Context: an optimization exercise on an open-source flow, tuned for small area, a short achievable clock period and few clock cycles per item. The choices shown serve that exercise and are no tape-out recipe. RTL that was checked went through simulation tests only; none was proved equivalent to the original. Function not checked in runs 1 and 2: the RTL went through the layout flow alone.

==> flow/design.v <==
module kiln_pe_lzc #(
    parameter W  = 24,
    parameter CW = 5
) (
    input  wire [W-1:0]  x,
    output wire [CW-1:0] cnt
);
    localparam G = (W + 3) / 4;
    wire [4*G-1:0] xp = {x, {(4*G-W){1'b1}}};
    wire [G-1:0]   nz;
    wire [2*G-1:0] gl;
    genvar i;
    generate
        for (i = 0; i < G; i = i + 1) begin : g_grp
            wire [3:0] q = xp[4*G-1-4*i -: 4];
            assign nz[i] = |q;
            assign gl[2*i +: 2] = q[3] ? 2'd0 : q[2] ? 2'd1 : q[1] ? 2'd2 : 2'd3;
        end
    endgenerate
    reg [4:0] hi;
    reg [1:0] lo;
    integer k;
    always @* begin
        hi = G[4:0];
        lo = 2'd0;
        for (k = G - 1; k >= 0; k = k - 1)
            if (nz[k]) begin
                hi = k[4:0];
                lo = gl[2*k +: 2];
            end
    end
    wire [6:0] full = {hi, lo};
    assign cnt = full[CW-1:0];
endmodule
module kiln_pe_cadd #(
    parameter W = 28
) (
    input  wire [W-1:0] x,
    input  wire [W-1:0] y,
    output wire [W-1:0] s0,
    output wire [W-1:0] s1
);
    localparam L = $clog2(W);
    wire [W-1:0] p = x ^ y;
    wire [W-1:0] gg [0:L];
    wire [W-1:0] pp [0:L];
    assign gg[0] = x & y;
    assign pp[0] = p;
    genvar l, i;
    generate
        for (l = 0; l < L; l = l + 1) begin : g_lvl
            for (i = 0; i < W; i = i + 1) begin : g_bit
                if (i >= (1 << l)) begin : g_op
                    assign gg[l+1][i] = gg[l][i] | (pp[l][i] & gg[l][i - (1 << l)]);
                    assign pp[l+1][i] = pp[l][i] & pp[l][i - (1 << l)];
                end else begin : g_pass
                    assign gg[l+1][i] = gg[l][i];
                    assign pp[l+1][i] = pp[l][i];
                end
            end
        end
    endgenerate
    wire [W-1:0] c0 = {gg[L][W-2:0], 1'b0};
    wire [W-1:0] c1 = {gg[L][W-2:0] | pp[L][W-2:0], 1'b1};
    assign s0 = p ^ c0;
    assign s1 = p ^ c1;
endmodule
module kiln_pe_tzc11 (
    input  wire [10:0] x,
    output reg  [3:0]  cnt
);
    integer i;
    always @* begin
        cnt = 4'd11;
        for (i = 10; i >= 0; i = i - 1)
            if (x[i]) cnt = i[3:0];
    end
endmodule
module kiln_pe_fpdec (
    input  wire [3:0]        fmt,
    input  wire [15:0]       x,
    input  wire [7:0]        scale,
    output reg               sign,
    output reg  [10:0]       sig,
    output reg  [7:0]        ee,
    output reg               is_inf,
    output reg               is_nan,
    output reg               is_zero
);
    reg [7:0]        e;       
    reg signed [9:0] k;       
    reg              lns;
    always @* begin
        sign    = 1'b0;
        sig     = 11'd0;
        e       = 8'd0;
        k       = 10'sd0;
        is_inf  = 1'b0;
        is_nan  = 1'b0;
        is_zero = 1'b0;
        lns     = 1'b0;
        case (fmt)
            4'h0: begin  
                sign = x[7];
                sig  = {x[7] ? 8'd0 - x[7:0] : x[7:0], 3'd0};
            end
            4'h1: begin  
                sig  = {x[7:0], 3'd0};
            end
            4'h7: begin  
                sign   = x[15];
                e      = {3'd0, x[14:10]};
                sig    = {(x[14:10] != 5'd0), x[9:0]};
                k      = -10'sd77;
                is_inf = (x[14:10] == 5'h1F) && (x[9:0] == 10'd0);
                is_nan = (x[14:10] == 5'h1F) && (x[9:0] != 10'd0);
            end
            4'h8: begin  
                sign   = x[15];
                e      = x[14:7];
                sig    = {(x[14:7] != 8'd0), x[6:0], 3'd0};
                k      = -10'sd189;
                is_inf = (x[14:7] == 8'hFF) && (x[6:0] == 7'd0);
                is_nan = (x[14:7] == 8'hFF) && (x[6:0] != 7'd0);
            end
            4'h9: begin  
                sign   = x[7];
                e      = {4'd0, x[6:3]};
                sig    = {(x[6:3] != 4'd0), x[2:0], 7'd0};
                k      = -10'sd69;
                is_nan = (x[6:0] == 7'h7F);
            end
            4'hA: begin  
                sign   = x[7];
                e      = {3'd0, x[6:2]};
                sig    = {(x[6:2] != 5'd0), x[1:0], 8'd0};
                k      = -10'sd77;
                is_inf = (x[6:2] == 5'h1F) && (x[1:0] == 2'd0);
                is_nan = (x[6:2] == 5'h1F) && (x[1:0] != 2'd0);
            end
            4'hC: begin  
                lns     = 1'b1;
                sign    = x[5];
                sig     = {6'd0, x[4:0]};
                is_nan  = (x[5:0] == 6'h30);
                is_zero = (x[5:0] == 6'h10);
            end
            default: begin  
                sign   = x[3];
                e      = {6'd0, x[2:1]};
                sig    = {(x[2:1] != 2'd0), x[0], 9'd0};
                k      = -10'sd63;
            end
        endcase
        ee = (e == 8'd0) ? 8'd1 : e;
        if (lns)
            ee = 8'd0;
        else
            is_zero = (sig == 11'd0) && !is_inf && !is_nan;
        if (scale == 8'hFF) begin
            is_nan  = 1'b1;
            is_inf  = 1'b0;
            is_zero = 1'b0;
        end
    end
endmodule
module kiln_pe_fmtk (
    input  wire [3:0]        fmt,
    output reg  signed [9:0] k
);
    always @* begin
        case (fmt)
            4'h7:    k = -10'sd77;
            4'h8:    k = -10'sd189;
            4'h9:    k = -10'sd69;
            4'hA:    k = -10'sd77;
            4'hB:    k = -10'sd63;
            default: k = 10'sd0;
        endcase
    end
endmodule
module kiln_pe (
    input  wire        clk,
    input  wire        rst,           
    input  wire        in_valid,      
    input  wire        in_first,      
    input  wire        in_last,       
    input  wire [3:0]  fmt_a,
    input  wire [3:0]  fmt_b,
    input  wire [15:0] a,
    input  wire [15:0] b,
    input  wire [7:0]  scale_a,
    input  wire [7:0]  scale_b,
    input  wire [31:0] in_init,       
    output reg         out_valid,
    output wire [31:0] out_acc,
    output wire        out_knv,       
    output wire        out_kof,       
    output wire        out_iov        
);
    localparam [31:0] QNAN = 32'h7FC0_0000;
    wire               da_s, db_s, da_inf, db_inf, da_nan, db_nan, da_z, db_z;
    wire [10:0]        da_sig, db_sig;
    wire [7:0]         da_e, db_e;
    kiln_pe_fpdec u_deca (
        .fmt(fmt_a), .x(a), .scale(scale_a), .sign(da_s), .sig(da_sig), .ee(da_e),
        .is_inf(da_inf), .is_nan(da_nan), .is_zero(da_z)
    );
    kiln_pe_fpdec u_decb (
        .fmt(fmt_b), .x(b), .scale(scale_b), .sign(db_s), .sig(db_sig), .ee(db_e),
        .is_inf(db_inf), .is_nan(db_nan), .is_zero(db_z)
    );
    wire d_int  = (fmt_a[3:1] == 3'b000);
    wire d_lns  = (fmt_a == 4'hC);
    wire d_gnan = !da_nan && !db_nan && ((da_inf && db_z) || (da_z && db_inf));
    wire d_nan  = da_nan || db_nan || d_gnan;
    wire d_inf  = !d_nan && (da_inf || db_inf);
    wire d_zero = da_z || db_z;
    wire d_s    = (da_s ^ db_s) && !(d_lns && d_zero);
    reg               r_v, r_f, r_l;
    reg               r_int, r_lns, r_s, r_nan, r_gnan, r_inf, r_zero;
    reg [10:0]        r_siga, r_sigb;
    reg [3:0]         r_fa, r_fb;
    reg [7:0]         r_ea, r_eb, r_sa, r_sb;
    reg [31:0]        r_init;
    always @(posedge clk) begin
        if (rst) begin
            r_v <= 1'b0;
            r_f <= 1'b0;
            r_l <= 1'b0;
        end else begin
            r_v <= in_valid;
            r_f <= in_valid & in_first;
            r_l <= in_valid & in_last;
        end
        r_int  <= d_int;
        r_lns  <= d_lns;
        r_s    <= d_s;
        r_nan  <= d_nan;
        r_gnan <= d_gnan;
        r_inf  <= d_inf;
        r_zero <= d_zero;
        r_siga <= da_sig;
        r_sigb <= db_sig;
        r_fa   <= fmt_a;
        r_fb   <= fmt_b;
        r_ea   <= da_e;
        r_eb   <= db_e;
        r_sa   <= scale_a;
        r_sb   <= scale_b;
        r_init <= in_init;
    end
    wire [21:0] fsig = r_siga * r_sigb;
    wire signed [9:0] ka, kb;
    kiln_pe_fmtk u_ka (.fmt(r_fa), .k(ka));
    kiln_pe_fmtk u_kb (.fmt(r_fb), .k(kb));
    wire signed [10:0] r_xa = $signed({3'd0, r_ea}) + $signed({3'd0, r_sa}) + ka;
    wire signed [10:0] r_xb = $signed({3'd0, r_eb}) + $signed({3'd0, r_sb}) + kb;
    wire [3:0] lza, lzb, tza, tzb;
    kiln_pe_lzc #(.W(11), .CW(4)) u_lza (.x(r_siga), .cnt(lza));
    kiln_pe_lzc #(.W(11), .CW(4)) u_lzb (.x(r_sigb), .cnt(lzb));
    kiln_pe_tzc11 u_tza (.x(r_siga), .cnt(tza));
    kiln_pe_tzc11 u_tzb (.x(r_sigb), .cnt(tzb));
    wire signed [5:0] lq = {r_siga[4], r_siga[4:0]} + {r_sigb[4], r_sigb[4:0]};
    reg  [23:0]       lm;
    reg  [4:0]        ltz;
    always @* begin
        case (lq[1:0])
            2'd0:    begin lm = 24'h80_0000; ltz = 5'd23; end
            2'd1:    begin lm = 24'h98_37F0; ltz = 5'd4;  end
            2'd2:    begin lm = 24'hB5_04F3; ltz = 5'd0;  end
            default: begin lm = 24'hD7_44FD; ltz = 5'd0;  end
        endcase
    end
    wire [23:0]        u_m  = r_lns ? lm : {2'b00, fsig};
    wire signed [10:0] base = r_xa + r_xb
                            + (r_lns ? $signed({{7{lq[5]}}, lq[5:2]}) - 11'sd127 : 11'sd0);
    wire [4:0]         lzab = r_lns ? 5'd0 : {1'b0, lza} + {1'b0, lzb} + 5'd2;
    wire signed [10:0] t    = base - 11'sd1 - $signed({6'd0, lzab});
    wire [4:0]         s1   = !t[10] ? lzab : base[4:0] - 5'd1;
    wire [23:0]        v    = u_m << s1;
    wire               one  = !v[23] && (t > 11'sd0);
    wire [23:0]        n_m  = one ? {v[22:0], 1'b0} : v;
    wire signed [10:0] e0   = t[10] ? 11'sd1 : t + 11'sd1;
    wire [8:0]         e0s  = (e0 > 11'sd256) ? 9'd256 : e0[8:0];
    wire [8:0]         e1s  = (t > 11'sd256) ? 9'd256 : t[8:0];
    wire [8:0]         n_e  = one ? e1s : e0s;
    wire [10:0] rsh = 11'sd1 - base;
    wire [4:0]  rs  = (rsh > 11'd26) ? 5'd27 : rsh[4:0];
    wire [26:0] dn  = {u_m, 3'b000} >> rs;
    wire [5:0]  utz = r_lns ? {1'b0, ltz} : {2'b0, tza} + {2'b0, tzb};
    wire        dst = {1'b0, rs} > utz + 6'd3;
    reg         p_s;
    reg [23:0]  p_m;
    reg [8:0]   p_e;
    reg [2:0]   p_t;
    always @* begin
        p_s = r_s;
        p_t = 3'd0;
        if (base < 11'sd1) begin
            p_m = dn[26:3];
            p_t = {dn[2:1], dn[0] | dst};
            p_e = 9'd1;
        end else begin
            p_m = n_m;
            p_e = n_e;
        end
        if (r_zero) begin
            p_m = 24'd0;
            p_e = 9'd0;
            p_t = 3'd0;
        end
        if (r_int)
            p_m = {8'd0, fsig[21:6]};
        if (!r_v) begin
            p_s = 1'b1;
            p_m = 24'd0;
            p_e = 9'd0;
            p_t = 3'd0;
        end
    end
    wire p_nan  = r_v & r_nan;
    wire p_gnan = r_v & r_gnan;
    wire p_inf  = r_v & r_inf;
    wire is_int = r_int;
    reg        q_v, q_f, q_l, q_int;
    reg        q_s, q_nan, q_gnan, q_inf;
    reg [23:0] q_m;
    reg [8:0]  q_e;
    reg [2:0]  q_t;
    always @(posedge clk) begin
        if (rst) begin
            q_v <= 1'b0;
            q_f <= 1'b0;
            q_l <= 1'b0;
        end else begin
            q_v <= r_v;
            q_f <= r_f;
            q_l <= r_l;
        end
        if (r_v)
            q_int <= is_int;
        q_s    <= p_s;
        q_nan  <= p_nan;
        q_gnan <= p_gnan;
        q_inf  <= p_inf;
        q_m    <= p_m;
        q_e    <= p_e;
        q_t    <= p_t;
    end
    reg [31:0] acc, res;
    reg        acc_h;         
    reg        knv, kof, iov;
    wire [32:0] isum = {acc[31], acc} + {{16{q_s}}, {1'b0, q_m[15:0]} ^ {17{q_s}}} + {32'd0, q_s};
    wire        iovf = isum[32] ^ isum[31];
    wire        a_s   = acc[31];
    wire [7:0]  a_ef  = acc[30:23];
    wire        a_sub = !acc_h;
    wire        a_max = (a_ef == 8'hFF);
    wire        a_nan = a_max && (acc[22:0] != 23'd0);
    wire        a_inf = a_max && (acc[22:0] == 23'd0);
    wire [8:0]  a_e   = {1'b0, a_ef[7:1], a_ef[0] | a_sub};
    wire [26:0] A     = {!a_sub, acc[22:0], 3'd0};
    wire [26:0] P     = {q_m, q_t};
    wire        sub   = a_s ^ q_s;
    wire [9:0]  d_pa  = {1'b0, q_e} - {1'b0, a_e};
    wire [9:0]  d_ap  = {1'b0, a_e} - {1'b0, q_e};
    wire        pgt   = d_ap[9];             
    wire        agt   = d_pa[9];             
    wire        near  = sub && ((d_pa == 10'd0) || (d_pa == 10'd1) || (d_pa == 10'h3FF));
    wire [8:0]  x_e   = pgt ? q_e : a_e;
    wire        f_xs  = pgt ? q_s : a_s;
    wire [26:0] f_x   = pgt ? P : A;
    wire [26:0] f_y   = pgt ? A : P;
    wire [9:0]  d     = pgt ? d_pa : d_ap;
    wire [4:0]  ash   = (d > 10'd26) ? 5'd27 : d[4:0];
    reg  [26:0] yal;
    reg         yst;
    integer     k;
    always @* begin
        yal = f_y;
        yst = 1'b0;
        for (k = 0; k < 5; k = k + 1)
            if (ash[k]) begin
                yst = yst | |(yal & ((27'd1 << (1 << k)) - 27'd1));
                yal = yal >> (1 << k);
            end
    end
    wire [26:0] f_ya  = {yal[26:1], yal[0] | yst};
    wire [27:0] fsum  = {1'b0, f_x} + ({1'b0, f_ya} ^ {28{sub}}) + {27'd0, sub};
    wire        f_l1  = sub && !fsum[26];
    wire [23:0] f_m   = fsum[27] ? fsum[27:4] : f_l1 ? fsum[25:2] : fsum[26:3];
    wire        f_g   = fsum[27] ? fsum[3]    : f_l1 ? fsum[1]    : fsum[2];
    wire        f_st  = fsum[27] ? |fsum[2:0] : f_l1 ? fsum[0]    : |fsum[1:0];
    wire [9:0]  f_e   = fsum[27] ? {1'b0, x_e} + 10'd1 : f_l1 ? {1'b0, x_e} - 10'd1 : {1'b0, x_e};
    wire [26:0] n_x   = agt ? A : P;
    wire [26:0] n_y   = pgt ? {1'b0, A[26:1]} : agt ? {1'b0, P[26:2], P[1] | P[0]} : A;
    wire [27:0] n_s0, n_s1;
    kiln_pe_cadd #(.W(28)) u_nadd (.x({1'b0, n_x}), .y(~{1'b0, n_y}), .s0(n_s0), .s1(n_s1));
    wire        n_neg = n_s1[27];
    wire [26:0] nd    = n_neg ? ~n_s0[26:0] : n_s1[26:0];
    wire        n_s   = (n_neg || agt) ? a_s : q_s;
    wire [26:0] lcap;
    genvar gk;
    generate
        for (gk = 0; gk < 27; gk = gk + 1) begin : g_lcap
            assign lcap[gk] = (x_e == 9'd27 - gk);
        end
    endgenerate
    wire [4:0]  nn_lz;
    kiln_pe_lzc #(.W(27), .CW(5)) u_lzs (.x(nd | lcap), .cnt(nn_lz));
    wire [26:0] nl    = nd << nn_lz;
    wire [9:0]  nn_e  = {1'b0, x_e} - {5'd0, nn_lz};
    wire [23:0] o_m   = near ? nl[26:3] : f_m;
    wire        o_g   = near ? nl[2]    : f_g;
    wire        o_st  = near ? |nl[1:0] : f_st;
    wire [9:0]  o_e   = near ? nn_e     : f_e;
    wire        o_zero = near ? (nd == 27'd0) : (fsum == 28'd0);
    wire        o_s   = o_zero ? (a_s & q_s) : near ? n_s : f_xs;
    wire        up    = o_g & (o_st | o_m[0]);
    wire [7:0]  o_ef  = o_m[23] ? o_e[7:0] : 8'd0;
    wire [30:0] rbase = {o_ef, o_m[22:0]};
    wire [30:0] rinc  = rbase + 31'd1;
    wire [30:0] rnd   = up ? rinc : rbase;
    wire        ones  = &o_m[22:0];
    wire        big   = o_m[23] && (o_e >= 10'd255);
    wire        ovf   = big || (o_m[23] && (o_e == 10'd254) && ones && up);
    reg [31:0] f_res;
    reg        f_nv, f_of, f_h;
    always @* begin
        f_h  = 1'b1;
        f_nv = 1'b0;
        f_of = 1'b0;
        if (q_nan || a_nan) begin
            f_res = QNAN;
            f_nv  = q_gnan && !a_nan;
        end else if (a_inf && q_inf && (a_s != q_s)) begin
            f_res = QNAN;
            f_nv  = 1'b1;
        end else if (a_inf || q_inf) begin
            f_res = {a_inf ? a_s : q_s, 8'hFF, 23'd0};
        end else if (big) begin
            f_res = {o_s, 8'hFF, 23'd0};
            f_of  = 1'b1;
        end else begin
            f_res = {o_s, rnd};
            f_of  = ovf;
            f_h   = o_m[23] | (ones & up);
        end
    end
    wire [31:0] nxt = q_int ? isum[31:0] : f_res;
    always @(posedge clk) begin
        res <= nxt;
        acc <= r_f ? r_init : nxt;
        acc_h <= r_f ? (r_init[30:23] != 8'd0) : f_h;
        if (q_int) begin
            knv <= 1'b0;
            kof <= 1'b0;
            iov <= (q_f ? 1'b0 : iov) | iovf;
        end else begin
            knv <= (q_f ? 1'b0 : knv) | f_nv;
            kof <= (q_f ? 1'b0 : kof) | f_of;
            iov <= 1'b0;
        end
    end
    always @(posedge clk) begin
        if (rst)
            out_valid <= 1'b0;
        else
            out_valid <= q_v & q_l;
    end
    assign out_acc = res;
    assign out_knv = knv;
    assign out_kof = kof;
    assign out_iov = iov;
endmodule
==> flow/flow/run.sh <==
#!/bin/bash
# The standard layout, with timing repair aiming for 23 ns of setup slack.
set -euo pipefail
bash standard.sh SETUP_SLACK_MARGIN=23 finish > standard.log 2>&1
==> flow/standard.sh <==
#!/bin/bash
# synth_recipe.tcl (not shown) runs the flow's synth.tcl, then flattens the netlist and writes it again
# the make line also repeats each setting of config.mk as NAME=value (left out here)
make -C /OpenROAD-flow-scripts/flow DESIGN_CONFIG=/design/flow/config.mk WORK_HOME=/design/flow/orfs CLKGATE_MAP_FILE= SYNTH_SCRIPT=/design/flow/synth_recipe.tcl "${@:-finish}"
==> flow/config.mk <==
export PLATFORM = sky130hd
export DESIGN_NAME = kiln_pe
export DESIGN_NICKNAME = kiln_pe
export VERILOG_FILES = /design/flow/design.v
export SDC_FILE = /design/flow/constraint.sdc
export NUM_CORES = 4
export LEC_CHECK = 0
export ABC_AREA = 1
export CAP_MARGIN = 20
export CORE_MARGIN = 2
export CORE_UTILIZATION = 40
export SLEW_MARGIN = 20
==> flow/constraint.sdc <==
create_clock -name core_clock -period 32.0 [get_ports {clk}]
set_input_delay 6.4000 -clock core_clock [delete_from_list [all_inputs] [get_ports {clk}]]
set_output_delay 6.4000 -clock core_clock [all_outputs]
set_load 0.01 [all_outputs]
==> reports/metrics.cfg, run 1 <==
[status]
status = no timing/DRC/antenna violations

[yosys]
synth-edff-count = 1
synth_area_leaders = nand2_1 (18%), dfxtp_1 (13%), ha_1 (9.1%)
syn_area_um2 = 32900
ys_seq_area_frac = 0.132
synthArstFlopShare = 0
synth_cell_types = 76
synth-seq-cells = 217
synth_most_common_cell = nand2_1
ys.flop_type = dfxtp_1
synthTopCellsByCount = nand2_1 (1,591), inv_1 (763), nand3_1 (440), o21ai_0 (426), nor2_1 (405)
synth_nets = 5973
syn_area_per_cell_um2 = 5.96
synth.top_cell.area_share = 0.181
synth_warnings = 7
synth_cells = 5524
yosys.area.top_type = nand2_1

[floorplanning]
start_util = 0.403
die_w_um = 291
rows = 105
die_area_um2 = 84600
io_pins = 129
die_h_um = 291
coreArea_um2 = 81700

[global_routing]
grt_max_degree = 86
grt_overflow = 0
grt_pass1_wl_um = 196000
track_usage = 0.292
grt_pass1_vias = 34913
antenna_found_initial = 2

[final_layout]
seq_area_um2 = 4390
n_antenna_cell = 0
final_util = 0.458
multiInputGateArea_um2 = 25500
area_growth_pct = 13.6
layout-drive-gt1-share = 0.0793
n_fill_cell = 8825
fin_nets = 6046

[timing]
grt_setup_unrepaired = true
hold_viol_final = 0
slew_headroom = 0.306
setup_slack_ns = 23.12
slew_violations = 0
max_freq_ghz = 0.113
period_share = 0.277
tightest_slew_ns = 1.04
fin_skew_ns = 0.0169
hold_ws_ns = 0.405
finalSetupViolations = 0
final.setup.tns_ns = 0
period_needed_ns = 8.88

[setup_path]
crit_path_max_incr_delay_ns = 0.54
crit_top_cell = inv_1
cp.arrival_ns = 9.37
ff2ff_setup_slack_ns = 23.30
critPathMaxFanout = 6
r2r_start = acc_h$_DFF_P_
critPathCaptureType = register
r2r_cells = 54
path_class = in -> reg
worstPathCellList = clkdlybuf4s50_1 -> inv_1 -> nor2_1 -> inv_1 -> nor3_1 -> inv_1 -> o22ai_1 -> a21oi_1 -> a31oi_1 -> nor4_4 -> o21ai_0 -> or3_1 -> nand3_1 -> a21oi_1
crit-reg2reg-capture = acc[31]$_DFF_P_
cp.required_ns = 32.49
start_kind = primary input
slowest_stage = clkdlybuf4s50_1

[cts]
clockRootBuffer = clkbuf_16
cts_max_level = 1
cts_inserted_buffers = 26
cts.sinks = 217
insertion_delay_ns = 0.57
cts_tree = yes
clkTransAtPathRegs_ns = 0.06
clock_path_buffers = 3

[detailed_routing]
viasPerCell = 5.59
post_drt_wl_per_cell_um = 19.5
drt_iter0_markers = 3683
ant_nets = 0
drc_errors = 0
firstDrtPassIters = 9
wl_um = 130000
dr_total_vias = 37344

[flow_run]
cap_violations = 0

[placed_design]
dp_slack_ns = 21.08
port_buffers = 128
gp_congestion = 1.04
dp_hpwl_um = 104000

[min_path]
hold-path-endpoint = q_l$_SDFF_PP0_
hp-class = reg -> reg
whs_path_depth = 2
hold_path.startpoint = r_l$_SDFF_PP0_

placed cells by master, fill, tap and decap left out, types with 14 or more instances in the layout:
cell type,n
a31oi_1,40
or2_2,26
ha_1,227
nand3_2,16
xor2_1,150
buf_4,76
o21ai_2,14
o221ai_1,14
xnor2_1,47
clkbuf_16,29
nor3_1,77
nand3_1,429
a21oi_1,278
o21ai_0,405
o211ai_1,39
inv_2,30
o22ai_1,19
nand2_2,29
nor2_2,25
dfxtp_1,201
fa_1,116
nor4_1,27
clkdlybuf4s50_1,118
inv_1,749
nand2_4,15
nand4_1,82
nand2_1,1574
o21bai_1,15
nor2_1,390
o21ai_1,49
routing by layer:
metal  global-route usage  vias to the layer above  routed length [um]
met2                0.502                     1661               61000
met4                0.158                        2                8400
met3               0.0295                      380                8910
met1                0.359                    17193               52100
met5                    0                        -                   7
li1                     -                    18108                   -
critical path: cells and delay by family:
| kind | cells | cell delay [ns] |
|---|---|---|
| AO/OA/AOI/OAI | 5 | 1.03 |
| buffers and inverters | 4 | 0.99 |
| AND/OR/NAND/NOR | 5 | 0.95 |
worst max-delay path by stage:
stage                      startpoint           endpoint  slack, ns
floorplan                    fmt_a[1]      r_inf$_DFF_P_      23.33
global placement    q_e[3]$_SDFF_PP0_    acc[27]$_DFF_P_      21.28
detailed placement  q_e[2]$_SDFF_PP0_    acc[27]$_DFF_P_      21.08
CTS                              b[1]      r_inf$_DFF_P_      23.00
global route        r_sigb[2]$_DFF_P_  q_m[5]$_SDFF_PN0_      22.92
finish                       fmt_a[3]      r_inf$_DFF_P_      23.12
repair_timing:
action,in CTS,in global routing
hold buffers,0,0
setup endpoints to repair,104,107
setup buffers,11,50
gates resized for setup,83,177
pin swaps,7,32
endpoints found under the hold margin,0,0
gates cloned,10,10
area by class of cell:
class,count,area share
sequential,217,0.117
timing repair buffer,219,0.0578
multi-input combinational,4326,0.682
clock inverter,14,0.00458
clock buffer,32,0.0191
inverter,802,0.0828
timing repair inverter,5,0.000903
tap,1070,0.0358
logic make-up after synthesis:
group	share of synthesized area
XOR/XNOR	0.0548
flip-flops	0.132
adder cells (fa/ha/maj)	0.162
buffers and inverters	0.120
AO/OA/AOI/OAI	0.170
multiplexers	0.000608
AND/OR/NAND/NOR	0.360
per-stage QoR:
step,cell area [um2],cells
after floorplan,32900,5524
after global placement,34800,6558
final,37400,6685
after global routing,37400,6685
after CTS,36200,6625
after detailed placement,34800,6558
state kept, by name, indices dropped and copies added (netlist names), 3 cells and up:
register and count:
r_sb 8, q_m 24, q_t 3, r_fb 4
acc 32, r_siga 11, r_sa 8, r_ea 8
r_fa 4, r_sigb 11, q_e 9, res 32
r_init 32, r_eb 8
==> run 2, diff against run 1 <==
==> flow/flow/run.sh (replaced) <==
#!/bin/bash
# The standard layout, with buf_4 port buffers and timing repair aiming
# for 24 ns of setup slack.
set -euo pipefail
bash standard.sh SETUP_SLACK_MARGIN=24 'BUFFER_PORTS_ARGS=-buffer_cell sky130_fd_sc_hd__buf_4' finish > standard.log 2>&1
==> run 2 against run 1 <==
  * Clock skew grew 0.0037 ns
  * Non-clock buffer count grew 199
  * Register-to-register slack gained 0.60 ns
  * Via count grew 4.7%
  * Synthesized cell count is the same
  * Clock-buffer cell count is the same
  * Cell area grew 12%
  * Hold slack gained 0.0020 ns
  * Core utilization grew 5.6 points
  * Final cell count grew 3.1%
==> reports/metrics.cfg, run 2 <==
[timing]
fin_skew_ns = 0.0205
hold_viol_final = 0
finalSetupViolations = 0
hold_ws_ns = 0.407
max_freq_ghz = 0.121
slew_violations = 0
setup_slack_ns = 23.73
slew_headroom = 0.331
period_share = 0.258
final.setup.tns_ns = 0
period_needed_ns = 8.27
tightest_slew_ns = 1.00
grt_setup_unrepaired = true

[global_routing]
antenna_found_initial = 0
grt_pass1_vias = 36069
grt_overflow = 0
track_usage = 0.305
grt_max_degree = 50
grt_pass1_wl_um = 205000

[placed_design]
gp_congestion = 1.04
dp_slack_ns = 20.97
post-place-cells = 6557
dp_hpwl_um = 105000
port_buffers = 128

[detailed_routing]
drt_iter0_markers = 3992
viasPerCell = 5.67
dr_total_vias = 39107
firstDrtPassIters = 8
wl_um = 141000
ant_nets = 0
wl_met1_um = 54400
wl_met2_um = 66600
wl_met3_um = 10000
drc_errors = 0
routed.top_layer = met4
post_drt_wl_per_cell_um = 20.4

[setup_path]
crit_path_max_incr_delay_ns = 0.30
crit_top_cell = nand2_1
cp.arrival_ns = 8.69
critPathMaxFanout = 2
cp.required_ns = 32.42
path_class = in -> reg
ff2ff_setup_slack_ns = 23.90
critPathCaptureType = register
start_kind = primary input
worstPathCellList = buf_8 -> inv_8 -> ha_4 -> inv_4 -> nor3_4 -> nand2_1 -> nor2_2 -> inv_1 -> nand2_1 -> xor2_1 -> a21oi_1 -> o211ai_1 -> o41ai_4 -> nand3_2 -> or2_4 -> nand3_4 -> a21oi_4
slowest_stage = o41ai_4

[yosys]
synth-seq-cells = 217
synth_area_leaders = nand2_1 (18%), dfxtp_1 (13%), ha_1 (9.1%)
ys.flop_type = dfxtp_1
synthTopCellsByCount = nand2_1 (1,591), inv_1 (763), nand3_1 (440), o21ai_0 (426), nor2_1 (405)
ys_seq_area_frac = 0.132
yosys.area.top_type = nand2_1
synth_warnings = 7
synth_compound_gate_area_share = 0.170
yosys.area_share.adder = 0.162
synth_most_common_cell = nand2_1
synth_cells = 5524
synthArstFlopShare = 0
synth_top_family_by_area = simple AND/OR/NAND/NOR gates
synth-edff-count = 1
yosys.area_share.simple = 0.360
synth_xor_area_frac = 0.0548
synth.top_cell.area_share = 0.181
synth_nets = 5973
syn_area_um2 = 32900
synth_cell_types = 76
muxShareOfSynthArea = 0.000608
syn_area_per_cell_um2 = 5.96

[final_layout]
final_common_cell = nand2_1
multiInputGateArea_um2 = 28300
seq_area_um2 = 4430
area_growth_pct = 27.6
top_regs = acc x32, r_init x32, res x32
n_antenna_cell = 0
fin_nets = 6256
layout-drive-gt1-share = 0.214
n_fill_cell = 8262
fin_cells = 6895
layout_common_cells = nand2_1 (1,441), inv_1 (722), buf_4 (358)

[cts]
cts_max_level = 1
cts.sinks = 217
insertion_delay_ns = 0.55
clock_path_buffers = 3
cts_tree = yes
clkTransAtPathRegs_ns = 0.06
clockRootBuffer = clkbuf_16
cts_inserted_buffers = 25

[status]
status = no timing/DRC/antenna violations

[floorplanning]
die_h_um = 291
coreArea_um2 = 81700
rows = 105
die_w_um = 291
io_pins = 129
die_area_um2 = 84600
start_util = 0.403

[min_path]
hp-class = reg -> reg

[flow_run]
cap_violations = 0

[run 2: cell counts after synthesis]
No cell type changed its count.
[run 2: logic make-up after synthesis]
kind of cell,after synthesis
simple gates,2768
xor+xnor,206
fa+ha+maj,356
mux,2
flops,217
compound gates,982
buf+inv,993
[run 2: cell type report]
cell class / count / area share
clock buffers: 32 / 0.0167
clock inverters: 13 / 0.00402
inverters: 802 / 0.0765
multi-input cells: 4334 / 0.674
flip-flops and latches: 217 / 0.106
well taps: 1070 / 0.0319
repair buffers: 418 / 0.0890
repair inverters: 9 / 0.00203
[run 2: layer usage]
layer	vias to the layer above	GRT usage
met2	1883	0.525
met5	-	0
met4	0	0.171
met1	18125	0.374
li1	18587	-
met3	512	0.0303
[run 2: stage by stage]
step | instance area [um2] | utilization
detailed placement | 34600 | 0.423
finish | 42000 | 0.514
global route | 42000 | 0.514
CTS | 38000 | 0.465
floorplan | 33000 | -
global placement | 34600 | 0.423
[run 2: final timing paths]
| kind | depth (start not counted) | from | end |
|---|---|---|---|
| hold / removal | 2 | r_l$_SDFF_PP0_ | q_l$_SDFF_PP0_ |
| hold reg to reg | 2 | r_l$_SDFF_PP0_ | q_l$_SDFF_PP0_ |
| setup reg to reg | 62 | acc_h$_DFF_P_ | acc[29]$_DFF_P_ |
| setup / recovery | 17 | b[0] | r_inf$_DFF_P_ |
[run 2: worst max-delay path, delay by kind of cell]
kind	cells	cell delay, ns
AO/OA/AOI/OAI	4	0.75
XOR/XNOR	1	0.06
AND/OR/NAND/NOR	7	1.03
buffers and inverters	4	0.28
adder cells (fa/ha/maj)	1	0.15
[run 2: timing repair]
action                                  4_1_cts  5_1_grt
setup buffers                               120      134
cloned                                       28       11
gates resized for setup                     306      687
hold buffers                                  0        0
pin swaps                                    83      238
endpoints found under the setup margin      107      108
==> run 3, diff against run 2 <==
--- a/flow/design.v
+++ b/flow/design.v
@@ -42,3 +42,3 @@
 );
-    localparam L = $clog2(W);
+    localparam L = (W > 32) ? 6 : (W > 16) ? 5 : (W > 8) ? 4 : (W > 4) ? 3 : (W > 2) ? 2 : 1;
     wire [W-1:0] p = x ^ y;
==> flow/flow/run.sh (replaced) <==
#!/bin/bash
# The standard layout, with adders left to ABC (no full-adder cells), buf_4
# port buffers, and timing repair aiming for 24 ns of setup slack.
set -euo pipefail
bash standard.sh ADDER_MAP_FILE= SETUP_SLACK_MARGIN=24 'BUFFER_PORTS_ARGS=-buffer_cell sky130_fd_sc_hd__buf_4' finish > standard.log 2>&1
==> run 3 against run 2 <==
  * Global-route usage up 1.2 points
  * Die area up 4.6%
  * Routed wire length up 5.4%
  * Area after synthesis up 4.7%
  * Via count up 12%
  * Synthesized cell count up 23%
==> reports/metrics.cfg, run 3 <==
[status]
status = no timing/DRC/antenna violations

[setup_path]
critPathCaptureType = register
r2r_cells = 45
path_class = in -> reg
cp.arrival_ns = 8.59
ff2ff_setup_slack_ns = 24.42
crit-reg2reg-capture = acc[26]$_DFF_P_
critPathMaxFanout = 4
r2r_start = q_e[6]$_SDFF_PP0_
slowest_stage = or2_4
crit_path_max_incr_delay_ns = 0.26
cp.required_ns = 32.44
start_kind = primary input
worstPathCellList = buf_12 -> clkinv_8 -> nor2_4 -> inv_2 -> buf_4 -> nor3_4 -> nor3_2 -> inv_1 -> nor3_4 -> inv_2 -> buf_4 -> a32oi_2 -> nor3_2 -> nand3_1 -> a21oi_2 -> o21ai_2 -> or2_4 -> o21ai_4 -> inv_2 -> nand2_2 -> a21oi_2
crit_top_cell = inv_2
critPathTopFamily = simple AND/OR/NAND/NOR gates
cp_num_buf_inv = 8

[timing]
max_freq_ghz = 0.123
slew_violations = 0
grt_setup_unrepaired = true
finalSetupViolations = 0
period_needed_ns = 8.15
slew_headroom = 0.162
final.setup.tns_ns = 0
fin_skew_ns = 0.0230
hold_viol_final = 0
setup_slack_ns = 23.85
tightest_slew_ns = 1.25
period_share = 0.255

[final_layout]
n_fill_cell = 9642
area_growth_pct = 10.8
final_common_cell = nand2_1
n_antenna_cell = 0
fin_nets = 6926
top_regs = acc x32, r_init x32, res x32
layout-drive-gt1-share = 0.0954
layout_common_cells = nand2_1 (2,490), nand3_1 (910), inv_1 (754)

[min_path]
hp-class = reg -> reg
hold_path.startpoint = r_l$_SDFF_PP0_
whs_path_depth = 2
hold-path-endpoint = q_l$_SDFF_PP0_

[cts]
cts.sinks = 217
hold_buffers = 0
cts_max_level = 1
insertion_delay_ns = 0.56
cts_tree = yes
clockRootBuffer = clkbuf_16
clock_path_buffers = 3
clkTransAtPathRegs_ns = 0.06
cts_inserted_buffers = 26

[floorplanning]
start_util = 0.404
io_pins = 129
die_h_um = 298
coreArea_um2 = 85300
rows = 107
die_w_um = 298
die_area_um2 = 88500

[yosys]
synthTopCellsByCount = nand2_1 (2,499), nand3_1 (913), inv_1 (778), nor2_1 (643), o21ai_0 (315)
synth-edff-count = 1
ys_seq_area_frac = 0.126
synth_warnings = 7
synth_cell_types = 77
yosys.area.top_type = nand2_1
synth_most_common_cell = nand2_1
synth_nets = 6868
ys.flop_type = dfxtp_1
synth.top_cell.area_share = 0.272
synth_area_leaders = nand2_1 (27%), nand3_1 (13%), dfxtp_1 (13%)
syn_area_per_cell_um2 = 5.09
synth-seq-cells = 217
syn_area_um2 = 34500
synthArstFlopShare = 0
synth_cells = 6775

[placed_design]
dp_hpwl_um = 120000
port_buffers = 128
gp_congestion = 1.03
dp_slack_ns = 22.91

[global_routing]
track_usage = 0.318
grt_max_degree = 64
grt_overflow = 0
grt_pass1_wl_um = 224000
antenna_found_initial = 0
grt_pass1_vias = 39970

[detailed_routing]
post_drt_wl_per_cell_um = 18.5
viasPerCell = 5.48
ant_nets = 0
dr_total_vias = 43786
firstDrtPassIters = 6
wl_um = 148000
drt_iter0_markers = 4326
drc_errors = 0

[flow_run]
cap_violations = 0

-- run 3: cell count changes in the layout (fill, tap and decap cells not counted), sizes merged, moves of 117 or more --
cell   before   now
nand2    1631  2551
nor2      426   683
nand3     457   941
fa        117     0
buf       410   211
ha        239     0
-- run 3: stage by stage --
stage	hold WS [ns]	utilization	instances	area [um2]
floorplan	0.386	-	6775	34600
global placement	0.398	0.424	7880	36100
detailed placement	0.398	0.424	7880	36100
CTS	0.407	0.441	7957	37600
global route	0.412	0.448	7997	38200
finish	0.403	0.448	7997	38200
-- run 3: repair_timing --
item,CTS,global route
setup buffers,24,32
pin swaps,35,21
cloned,5,8
resized for setup,81,83
setup endpoints to repair,100,105
-- run 3: area by class of cell --
cell class | instances | area [um2] | area share
inverter | 851 | 3300 | 0.0865
clock buffer | 29 | 693 | 0.0181
timing repair buffer | 211 | 1700 | 0.0445
timing repair inverter | 3 | 22.5 | 0.000590
tap | 1144 | 1430 | 0.0375
multi-input combinational | 5523 | 26500 | 0.693
clock inverter | 19 | 209 | 0.00547
sequential | 217 | 4360 | 0.114
-- run 3: worst max-delay path by stage --
stage             start             to  cells past startpoint  slack, ns
6_report       fmt_a[3]  r_inf$_DFF_P_                     21      23.85
5_1_grt        fmt_a[3]  r_inf$_DFF_P_                     22      23.70
4_1_cts            a[3]  r_inf$_DFF_P_                     20      23.94
3_5_place_dp   fmt_a[3]  r_inf$_DFF_P_                     18      22.91
3_3_place_gp   fmt_b[3]  r_inf$_DFF_P_                     18      22.95
2_1_floorplan  fmt_a[3]  r_inf$_DFF_P_                     21      23.63
-- run 3: metal layers --
layer / up-vias / GRT usage / wire length (um)
met4: 0 / 0.197 / 10800
met3: 424 / 0.0293 / 9890
met2: 1885 / 0.535 / 67700
met5: - / 0 / 0
met1: 19577 / 0.390 / 59900
li1: 21900 / - / -
-- run 3: cell families after synthesis --
logic type | share of synthesized area
buf+inv | 0.123
simple gates | 0.562
xor+xnor | 0.0528
mux | 0.000581
fa+ha+maj | 0.000581
flops | 0.126
compound gates | 0.135
-- run 3: worst min-delay path: stages, from the launching register on --
cell and delay, ns:
dfxtp_1 0.30, inv_1 0.04, nor2_1 0.03
Testbench counts of run 3, summed over its fixed seeds: cycles 19,387, steps 19,363.
==> run 4, diff against run 3 <==
--- a/flow/design.v
+++ b/flow/design.v
@@ -214,9 +214,4 @@
     wire d_lns  = (fmt_a == 4'hC);
-    wire d_gnan = !da_nan && !db_nan && ((da_inf && db_z) || (da_z && db_inf));
-    wire d_nan  = da_nan || db_nan || d_gnan;
-    wire d_inf  = !d_nan && (da_inf || db_inf);
-    wire d_zero = da_z || db_z;
-    wire d_s    = (da_s ^ db_s) && !(d_lns && d_zero);
     reg               r_v, r_f, r_l;
-    reg               r_int, r_lns, r_s, r_nan, r_gnan, r_inf, r_zero;
+    reg               r_int, r_lns, ra_s, rb_s, ra_inf, rb_inf, ra_nan, rb_nan, ra_z, rb_z;
     reg [10:0]        r_siga, r_sigb;
@@ -237,7 +232,10 @@
         r_lns  <= d_lns;
-        r_s    <= d_s;
-        r_nan  <= d_nan;
-        r_gnan <= d_gnan;
-        r_inf  <= d_inf;
-        r_zero <= d_zero;
+        ra_s   <= da_s;
+        rb_s   <= db_s;
+        ra_inf <= da_inf;
+        rb_inf <= db_inf;
+        ra_nan <= da_nan;
+        rb_nan <= db_nan;
+        ra_z   <= da_z;
+        rb_z   <= db_z;
         r_siga <= da_sig;
@@ -253,2 +251,7 @@
     wire [21:0] fsig = r_siga * r_sigb;
+    wire r_gnan = !ra_nan && !rb_nan && ((ra_inf && rb_z) || (ra_z && rb_inf));
+    wire r_nan  = ra_nan || rb_nan || r_gnan;
+    wire r_inf  = !r_nan && (ra_inf || rb_inf);
+    wire r_zero = ra_z || rb_z;
+    wire r_s    = (ra_s ^ rb_s) && !(r_lns && r_zero);
     wire signed [9:0] ka, kb;
==> flow/flow/run.sh (replaced) <==
#!/bin/bash
# The standard layout with these changes: ADDER_MAP_FILE= SETUP_SLACK_MARGIN=24.5 'BUFFER_PORTS_ARGS=-buffer_cell sky130_fd_sc_hd__buf_2'
set -euo pipefail
bash standard.sh ADDER_MAP_FILE= SETUP_SLACK_MARGIN=24.5 'BUFFER_PORTS_ARGS=-buffer_cell sky130_fd_sc_hd__buf_2' finish > standard.log 2>&1
==> run 4 against run 3 <==
  * Still clean on timing, DRC and antenna
  * Synthesized cell count is 1.4% higher
  * Cell area increased by 1.5%
  * Global-route usage increased by 1.1 points
  * First-iteration DRC count rose by 20%
  * Routed wire length increased by 5.2%
  * Core utilization up 0.52 points
==> reports/metrics.cfg, run 4 <==
[global_routing]
grt_max_degree = 82
antenna_found_initial = 4
grt_pass1_vias = 40383
grt_pass1_wl_um = 232000
track_usage = 0.328
grt_overflow = 0

[cts]
clockRootBuffer = clkbuf_16
hold_buffers = 0
clock_path_buffers = 3
cts.sinks = 220
cts_inserted_buffers = 25
insertion_delay_ns = 0.57
clkTransAtPathRegs_ns = 0.07
cts_max_level = 1
cts_tree = yes

[yosys]
synth_cells = 6867
synth_area_leaders = nand2_1 (28%), nand3_1 (13%), dfxtp_1 (13%)
ys_seq_area_frac = 0.127
synth-seq-cells = 220
synthArstFlopShare = 0
synth-edff-count = 1
synth_most_common_cell = nand2_1
synthTopCellsByCount = nand2_1 (2,629), nand3_1 (933), inv_1 (760), nor2_1 (644), o21ai_0 (280)
syn_area_per_cell_um2 = 5.05
yosys.area.top_type = nand2_1
synth.top_cell.area_share = 0.285
synth_cell_types = 75
synth_nets = 6960
synth_warnings = 7
syn_area_um2 = 34700
ys.flop_type = dfxtp_1

[final_layout]
n_antenna_cell = 0
area_growth_pct = 11.8
fin_nets = 7047
layout_common_cells = nand2_1 (2,606), nand3_1 (928), inv_1 (723)
final_common_cell = nand2_1
layout-drive-gt1-share = 0.102
top_regs = acc x32, r_init x32, res x32

[flow_run]
cap_violations = 0

[detailed_routing]
post_drt_wl_per_cell_um = 19.2
viasPerCell = 5.59
dr_total_vias = 45382
wl_um = 156000
firstDrtPassIters = 9
ant_nets = 0
drt_iter0_markers = 5194
drc_errors = 0

[timing]
slew_violations = 0
slew_headroom = 0.310
grt_setup_unrepaired = true
hold_ws_ns = 0.408
period_needed_ns = 7.66
fin_skew_ns = 0.0147
tightest_slew_ns = 1.03
hold_viol_final = 0
final.setup.tns_ns = 0
finalSetupViolations = 0
max_freq_ghz = 0.130
period_share = 0.239

[setup_path]
path_class = in -> reg
critPathCaptureType = register
crit_path_start = a[2]
crit_path_max_incr_delay_ns = 0.17
cp.arrival_ns = 8.18
critPathTopFamily = buffers and inverters
cp_num_buf_inv = 10
crit_top_cell = buf_4
slowest_stage = nor3_2
r2r_start = acc[28]$_DFF_P_
start_kind = primary input
critPathMaxFanout = 3
worstPathCellList = buf_6 -> clkinvlp_4 -> nand2_2 -> buf_4 -> buf_4 -> buf_4 -> buf_4 -> buf_4 -> buf_4 -> buf_4 -> buf_4 -> nand2_2 -> nand3_2 -> nor3_2 -> nand4_1 -> a21oi_2
cp.required_ns = 32.51

[floorplanning]
io_pins = 129
die_w_um = 298
die_h_um = 298
start_util = 0.405
die_area_um2 = 89000
coreArea_um2 = 85500
rows = 107

[status]
status = no timing/DRC/antenna violations

[min_path]
hp-class = reg -> reg
hold_path.startpoint = r_l$_SDFF_PP0_

[placed_design]
dp_hpwl_um = 126000
gp_congestion = 1.08
port_buffers = 128

==> run 4: cell types whose count changed in the layout (fill, tap and decap cells not counted), moves of 15 or more <==
cell and delta:
nand2_1 +116, buf_2 +115, buf_4 -88, o21ai_0 -44, nand4_1 +32, inv_1 -31, nand3_1 +18, nor2_2 +18
nor3_1 -15
==> run 4: metrics by stage <==
stage,util,setup slack (ns),instance area [um2],std cells
detailed placement,0.422,23.29,36100,7961
global placement,0.421,23.29,36000,7960
global route,0.453,24.26,38800,8115
floorplan,-,23.99,34800,6867
finish,0.453,24.34,38800,8115
CTS,0.441,24.33,37700,8058
==> run 4: metal layers <==
layer / up-vias / wire (um) / global-route usage
li1: 22293 / - / -
met1: 20550 / 62800 / 0.411
met2: 2089 / 70900 / 0.550
met3: 442 / 12500 / 0.0458
met4: 8 / 9700 / 0.167
met5: - / 51 / 0
==> run 4: worst min-delay path: cells and delay by family (launching register included) <==
kind                   cells  cell delay, ns
flip-flops                 1            0.30
AND/OR/NAND/NOR            1            0.03
buffers and inverters      1            0.04
==> run 4: layout make-up <==
cell class              count  area, um2
inverters                 828       3260
well taps                1144       1430
repair inverters            7       41.3
fillers                  9716      46800
multi-input cells        5622      26900
clock inverters            11        135
clock buffers              33        727
repair buffers            250       1800
flip-flops and latches    220       4450
==> run 4: kinds of logic (layout without fill, tap and decap cells) <==
group / count (synthesis) / after routing / share of synthesized area
flip-flops: 220 / 220 / 0.127
buffers and inverters: 1037 / 1129 / 0.121
XOR/XNOR: 202 / 202 / 0.0517
multiplexers: 1 / 1 / 0.000289
adder cells (fa/ha/maj): 4 / 4 / 0.00116
AND/OR/NAND/NOR: 4640 / 4651 / 0.572
AO/OA/AOI/OAI: 763 / 764 / 0.126
==> run 4: path summary, 6_finish.rpt <==
kind | slack [ns] | end | depth (start not counted)
setup / recovery | 24.34 | ra_z$_SDFF_PN0_ | 16
hold / removal | 0.41 | q_l$_SDFF_PP0_ | 2
setup reg to reg | 24.86 | acc[11]$_DFF_P_ | 44
hold reg to reg | 0.41 | q_l$_SDFF_PP0_ | 2
==> run 4: repair_timing <==
action | in CTS | in global routing
cloned | 7 | 15
endpoints found under the setup margin | 119 | 114
pin swaps | 30 | 48
gates resized for setup | 113 | 159
buffers inserted | 46 | 42
Testbench counts of run 4, summed over its fixed seeds: cycles 19,387, steps 19,363.
==> run 5, diff against run 4 <==
--- a/flow/design.v
+++ b/flow/design.v
@@ -157,4 +157,10 @@
             ee = 8'd0;
+        else if (fmt == 4'h7 || fmt == 4'h8)
+            is_zero = (x[14:0] == 15'd0);
+        else if (fmt == 4'h9 || fmt == 4'hA)
+            is_zero = (x[6:0] == 7'd0);
+        else if (fmt == 4'hB)
+            is_zero = (x[2:0] == 3'd0);
         else
-            is_zero = (sig == 11'd0) && !is_inf && !is_nan;
+            is_zero = (x[7:0] == 8'd0);
         if (scale == 8'hFF) begin
==> run 5 against run 4 <==
  * Still clean
  * Synthesized cell count rose by 0.98%
  * Final cell count increased by 1.1%
  * Area after synthesis is 3.7% higher
  * Non-clock buffer count is 13 lower
  * Sequential share of layout area fell by 0.26 points
  * Core utilization down 0.54 points
  * Largest cell class unchanged
  * Cell area increased by 2.4%
  * Clock skew grew 0.019 ns
==> reports/metrics.cfg, run 5 <==
[floorplanning]
die_area_um2 = 92200
die_h_um = 304
io_pins = 129
start_util = 0.405
coreArea_um2 = 88600
die_w_um = 304
rows = 109

[final_layout]
multiInputGateArea_um2 = 27800
layout-drive-gt1-share = 0.120
n_fill_cell = 10066
fin_cells = 8204
area_growth_pct = 10.4
final_common_cell = nand2_1
top_regs = acc x32, r_init x32, res x32
fin_nets = 7108
seq_area_um2 = 4450
layout_common_cells = nand2_1 (2,454), nand3_1 (980), inv_1 (768)

[timing]
slew_violations = 0
period_needed_ns = 7.48
grt_setup_unrepaired = true
max_freq_ghz = 0.134
fin_skew_ns = 0.0340
finalSetupViolations = 0
final.setup.tns_ns = 0
period_share = 0.234
tightest_slew_ns = 1.03
slew_headroom = 0.309
hold_viol_final = 0

[setup_path]
slowest_stage = dfxtp_4
critPathCaptureType = primary output
cp_num_buf_inv = 1
ff2ff_setup_slack_ns = 24.82
cp.arrival_ns = 1.08
r2r_start = acc[29]$_DFF_P_
path_depth = 1
start_kind = register
worstPathCellList = buf_6
critPathMaxFanout = 1
crit_path_max_incr_delay_ns = 0.36
r2r_cells = 41
cp.required_ns = 25.60
critPathTopFamily = flip-flops
crit-reg2reg-capture = acc[27]$_DFF_P_
path_class = reg -> out

[detailed_routing]
drt_iter0_markers = 5388
ant_nets = 0
viasPerCell = 5.68
firstDrtPassIters = 9
post_drt_wl_per_cell_um = 20.1
drc_errors = 0
dr_total_vias = 46575
wl_um = 165000

[min_path]
hp-class = reg -> reg
hold-path-endpoint = q_l$_SDFF_PP0_
hold_path.startpoint = r_l$_SDFF_PP0_
whs_path_depth = 2

[yosys]
yosys.area_share.adder = 0.000836
ys_seq_area_frac = 0.123
synth_warnings = 7
synth-seq-cells = 220
ys.flop_type = dfxtp_1
synth-edff-count = 1
synth_cells = 6934
synth_area_leaders = nand2_1 (26%), nand3_1 (14%), dfxtp_1 (12%)
yosys.area_share.simple = 0.570
synth_cell_types = 86
syn_area_per_cell_um2 = 5.18
synthArstFlopShare = 0
synth_compound_gate_area_share = 0.127
synth.top_cell.area_share = 0.259
muxShareOfSynthArea = 0.000279
synth_top_family_by_area = simple AND/OR/NAND/NOR gates
synth_nets = 7027
syn_area_um2 = 35900
yosys.area.top_type = nand2_1
synth_xor_area_frac = 0.0491
synth_most_common_cell = nand2_1
synthTopCellsByCount = nand2_1 (2,477), nand3_1 (984), inv_1 (795), nor2_1 (622), o21ai_0 (337)

[global_routing]
grt_pass1_wl_um = 241000
track_usage = 0.331
grt_max_degree = 74
antenna_found_initial = 7
gr-usage-met2 = 0.536
grt_overflow = 0
grt_pass1_vias = 40757
met3_usage = 0.0480
grtUsageMet1 = 0.434
top_usage_layer = met2

[cts]
cts_tree = yes
cts_max_level = 1
cts_inserted_buffers = 27
clkTransAtPathRegs_ns = 0.06
insertion_delay_ns = 0.60
cts.sinks = 220
hold_buffers = 0
clock_path_buffers = 3
clockRootBuffer = clkbuf_16

[placed_design]
gp_congestion = 1.09
post-place-cells = 8047
port_buffers = 128
dp_hpwl_um = 131000

[flow_run]
cap_violations = 0

[status]
status = no timing/DRC/antenna violations

run 5: timing repair:
action	in CTS	in global routing
endpoints found under the setup margin	117	117
pin swaps	8	37
gates cloned	9	17
setup buffers	7	71
resized for setup	78	172
run 5: worst max-delay path by stage:
stage	from	endpoint
finish	res[3]$_DFF_P_	out_acc[3]
floorplan	a[1]	r_siga[9]$_DFF_P_
global placement	q_e[8]$_SDFF_PP0_	acc_h$_DFF_P_
detailed placement	q_e[8]$_SDFF_PP0_	acc_h$_DFF_P_
global route	q_e[8]$_SDFF_PP0_	acc[30]$_DFF_P_
CTS	fmt_b[1]	r_sigb[9]$_DFF_P_
run 5: cell families (layout without fill, tap and decap cells):
logic type | count (synthesis) | count (layout)
adder cells (fa/ha/maj) | 3 | 3
XOR/XNOR | 197 | 197
other | 0 | 3
buffers and inverters | 1074 | 1156
AO/OA/AOI/OAI | 787 | 788
multiplexers | 1 | 1
flip-flops | 220 | 220
AND/OR/NAND/NOR | 4652 | 4671
run 5: cell type report:
| type | count | share of cell area |
|---|---|---|
| clock buffer | 32 | 0.0180 |
| sequential | 220 | 0.112 |
| timing repair inverter | 4 | 0.000631 |
| tap | 1165 | 0.0367 |
| multi-input combinational | 5660 | 0.702 |
| antenna | 3 | 0.000189 |
| clock inverter | 18 | 0.00413 |
| inverter | 865 | 0.0858 |
| timing repair buffer | 237 | 0.0408 |
run 5: worst min-delay path, stage by stage, from the launching register on:
cell and delay (ns):
dfxtp_1 0.29, inv_1 0.04, nor2_1 0.03
run 5: routing by layer:
layer | wire [um] | up-vias
met1 | 68700 | 21115
met3 | 15000 | 504
li1 | - | 22573
met4 | 9390 | 6
met5 | 46 | -
met2 | 71700 | 2377
run 5: stage by stage:
step | setup slack, ns | cell area [um2] | hold slack, ns | util
6_report | 24.52 | 39700 | 0.407 | 0.448
5_1_grt | 24.42 | 39700 | 0.431 | 0.448
4_1_cts | 24.44 | 38300 | 0.411 | 0.432
3_5_place_dp | 23.04 | 37000 | 0.398 | 0.418
3_3_place_gp | 23.15 | 37000 | 0.405 | 0.418
2_1_floorplan | 24.40 | 36100 | 0.388 | -
Testbench counts of run 5, summed over its fixed seeds: cycles 19,387, steps 19,363.
==> run 6, diff against run 5 <==
==> flow/flow/run.sh (replaced) <==
#!/bin/bash
# The standard layout with these changes: ADDER_MAP_FILE= SETUP_SLACK_MARGIN=24 'BUFFER_PORTS_ARGS=-buffer_cell sky130_fd_sc_hd__buf_2'
set -euo pipefail
bash standard.sh ADDER_MAP_FILE= SETUP_SLACK_MARGIN=24 'BUFFER_PORTS_ARGS=-buffer_cell sky130_fd_sc_hd__buf_2' finish > standard.log 2>&1
==> run 6 against run 5 <==
  * Via count down 1.8%
  * Cell area down 2.9%
  * Sequential cell count unchanged
  * Die area unchanged
  * Global-route usage up 0.59 points
  * Critical path type is now in -> reg
  * Largest cell class unchanged
  * Fmax down 3.7%
  * Synthesized cell count unchanged
==> reports/metrics.cfg, run 6 <==
[cts]
cts_tree = yes
cts_max_level = 1
insertion_delay_ns = 0.58
clock_path_buffers = 3
cts_inserted_buffers = 27
clkTransAtPathRegs_ns = 0.06
clockRootBuffer = clkbuf_16
cts.sinks = 220
hold_buffers = 0

[setup_path]
slowest_stage = o21ai_0
start_kind = primary input
ff2ff_setup_slack_ns = 24.45
crit_top_cell = inv_1
path_class = in -> reg
crit_path_max_incr_delay_ns = 0.52
critPathCaptureType = register
critPathMaxFanout = 9
cp.required_ns = 32.40
r2r_start = acc[27]$_DFF_P_
cp.arrival_ns = 8.17
worstPathCellList = buf_2 -> inv_1 -> nand2_1 -> nor2_1 -> inv_1 -> nor2_1 -> inv_1 -> nor2_1 -> inv_1 -> nand2_1 -> o21ai_0 -> o21ai_0
cp_num_buf_inv = 5
critPathTopFamily = compound AO/OA/AOI/OAI gates
r2r_cells = 39
crit-reg2reg-capture = kof$_SDFF_PP0_

[final_layout]
final_common_cell = nand2_1
top_regs = acc x32, r_init x32, res x32
n_fill_cell = 10052
multiInputGateArea_um2 = 27200
final_area_um2 = 38500
layout_common_cells = nand2_1 (2,469), nand3_1 (980), inv_1 (790)
fin_nets = 7039
layout-drive-gt1-share = 0.0969
seq_area_um2 = 4430
area_growth_pct = 7.25

[timing]
final.setup.tns_ns = 0
period_share = 0.243
fin_skew_ns = 0.0141
slew_violations = 0
max_freq_ghz = 0.129
slew_headroom = 0.230
finalSetupViolations = 0
tightest_slew_ns = 1.14
period_needed_ns = 7.77
grt_setup_unrepaired = false
hold_viol_final = 0

[placed_design]
gp_congestion = 1.07
placed_cell_area_um2 = 36900
port_buffers = 128
dp_hpwl_um = 133000

[detailed_routing]
ant_nets = 0
drt_iter0_markers = 5458
wl_um = 164000
viasPerCell = 5.62
post_drt_wl_per_cell_um = 20.2
firstDrtPassIters = 7
drc_errors = 0
dr_total_vias = 45718

[yosys]
yosys.area.top_type = nand2_1
synth_area_leaders = nand2_1 (26%), nand3_1 (14%), dfxtp_1 (12%)
synth_warnings = 7
synthArstFlopShare = 0
synthTopCellsByCount = nand2_1 (2,477), nand3_1 (984), inv_1 (795), nor2_1 (622), o21ai_0 (337)
synth_nets = 7027
synth-seq-cells = 220
synth_cell_types = 86
synth_cells = 6934
synth-edff-count = 1
syn_area_per_cell_um2 = 5.18
ys.flop_type = dfxtp_1
syn_area_um2 = 35900
ys_seq_area_frac = 0.123
synth_most_common_cell = nand2_1
synth.top_cell.area_share = 0.259

[min_path]
hold-path-endpoint = q_l$_SDFF_PP0_
hold_path.startpoint = r_l$_SDFF_PP0_
whs_path_depth = 2
hp-class = reg -> reg

[global_routing]
grt_max_degree = 78
grt_pass1_vias = 41303
grt_pass1_wl_um = 244000
track_usage = 0.337
antenna_found_initial = 3
grt_overflow = 0

[floorplanning]
die_w_um = 304
die_area_um2 = 92200
coreArea_um2 = 88600
io_pins = 129
rows = 109
start_util = 0.405
die_h_um = 304

[status]
status = no timing/DRC/antenna violations

[flow_run]
cap_violations = 0

run 6: changes by cell type in the layout (fill, tap and decap cells not counted), sizes merged:
cell      delta
inv          +5
nand2        -3
clkinvlp    -17
nand3        -8
bufinv       +3
clkbuf       +2
diode        -2
buf         -54
clkinv       +3
run 6: stage by stage:
stage	instances	hold WS (ns)	setup WS (ns)	utilization
floorplan	6934	0.388	24.10	-
global placement	8054	0.395	22.99	0.416
detailed placement	8054	0.398	22.97	0.416
CTS	8105	0.406	24.00	0.428
global route	8132	0.435	24.02	0.435
finish	8133	0.405	24.23	0.435
run 6: how the worst max path moves through the flow:
stage                      start            endpoint  depth (start not counted)
2_1_floorplan           fmt_b[2]  r_eb[0]$_SDFF_PP0_                          8
3_3_place_gp   q_e[8]$_SDFF_PP0_      kof$_SDFF_PP0_                         46
3_5_place_dp   q_e[8]$_SDFF_PP0_      kof$_SDFF_PP0_                         44
4_1_cts            acc_h$_DFF_P_     acc[14]$_DFF_P_                         42
5_1_grt          acc[28]$_DFF_P_      kof$_SDFF_PP0_                         50
6_report                    b[1]   r_sigb[8]$_DFF_P_                         12
run 6: worst min-delay path, stage by stage, from the launching register on:
cell     delay, ns
dfxtp_1       0.29
inv_1         0.04
nor2_1        0.03
run 6: layout make-up:
| class | instances | area share |
|---|---|---|
| Tap cell | 1165 | 0.0378 |
| Multi-Input combinational cell | 5649 | 0.706 |
| Clock buffer | 35 | 0.0191 |
| Timing Repair Buffer | 182 | 0.0297 |
| Clock inverter | 15 | 0.00588 |
| Antenna cell | 1 | 0.0000649 |
| Inverter | 865 | 0.0861 |
| Sequential cell | 220 | 0.115 |
| Timing Repair inverter | 1 | 0.000130 |
run 6: routing by layer:
metal	part of all wire	GRT usage	vias to the layer above
met5	0.000079	0	-
met4	0.051	0.144	2
met3	0.080	0.0400	388
met2	0.45	0.558	2160
met1	0.42	0.442	20783
li1	-	-	22385
run 6: timing repair:
action	4_1_cts	5_1_grt
resized for setup	17	86
pin swaps	1	13
endpoints found under the setup margin	97	104
buffers inserted	0	16
gates cloned	1	11
run 6: kinds of logic after synthesis:
logic type,share of synthesized area
flip-flops,0.123
AND/OR/NAND/NOR,0.570
multiplexers,0.000279
XOR/XNOR,0.0491
buffers and inverters,0.130
adder cells (fa/ha/maj),0.000836
AO/OA/AOI/OAI,0.127

## separate check: timing with driven ports
Ports are ideal in the flow. The routed layouts listed here were re-timed in OpenROAD.
Step 1 assumes that a clkbuf_16 drives the clock port and a buf_2 every other input.
Step 2 also shifts input and output timing later by t, the mid clock arrival at the registers, as if the neighbouring blocks saw the same clock.
Slacks: ideal ports / drivers / drivers and shift; pairs: ideal ports / drivers.
run	shift t [ns]	setup WS [ns]	slew at the worst register clock pin (ns)	pins driven straight from the clock port
run 1	0.617	23.125 / 23.149 / 22.532	0.07 / 0.07	1
run 2	0.595	23.728 / 23.727 / 23.133	0.07 / 0.07	1
run 3	0.612	23.850 / 23.849 / 23.237	0.07 / 0.07	1
run 4	0.621	24.336 / 24.353 / 23.733	0.07 / 0.07	1
run 5	0.647	24.521 / 24.459 / 23.932	0.08 / 0.08	1
run 6	0.635	24.231 / 24.251 / 23.617	0.07 / 0.07	1
After both steps every run listed still meets setup and hold. The setup slack of run 6, which loses most, moves by +0.020 ns with the drivers and by -0.614 ns with both steps.
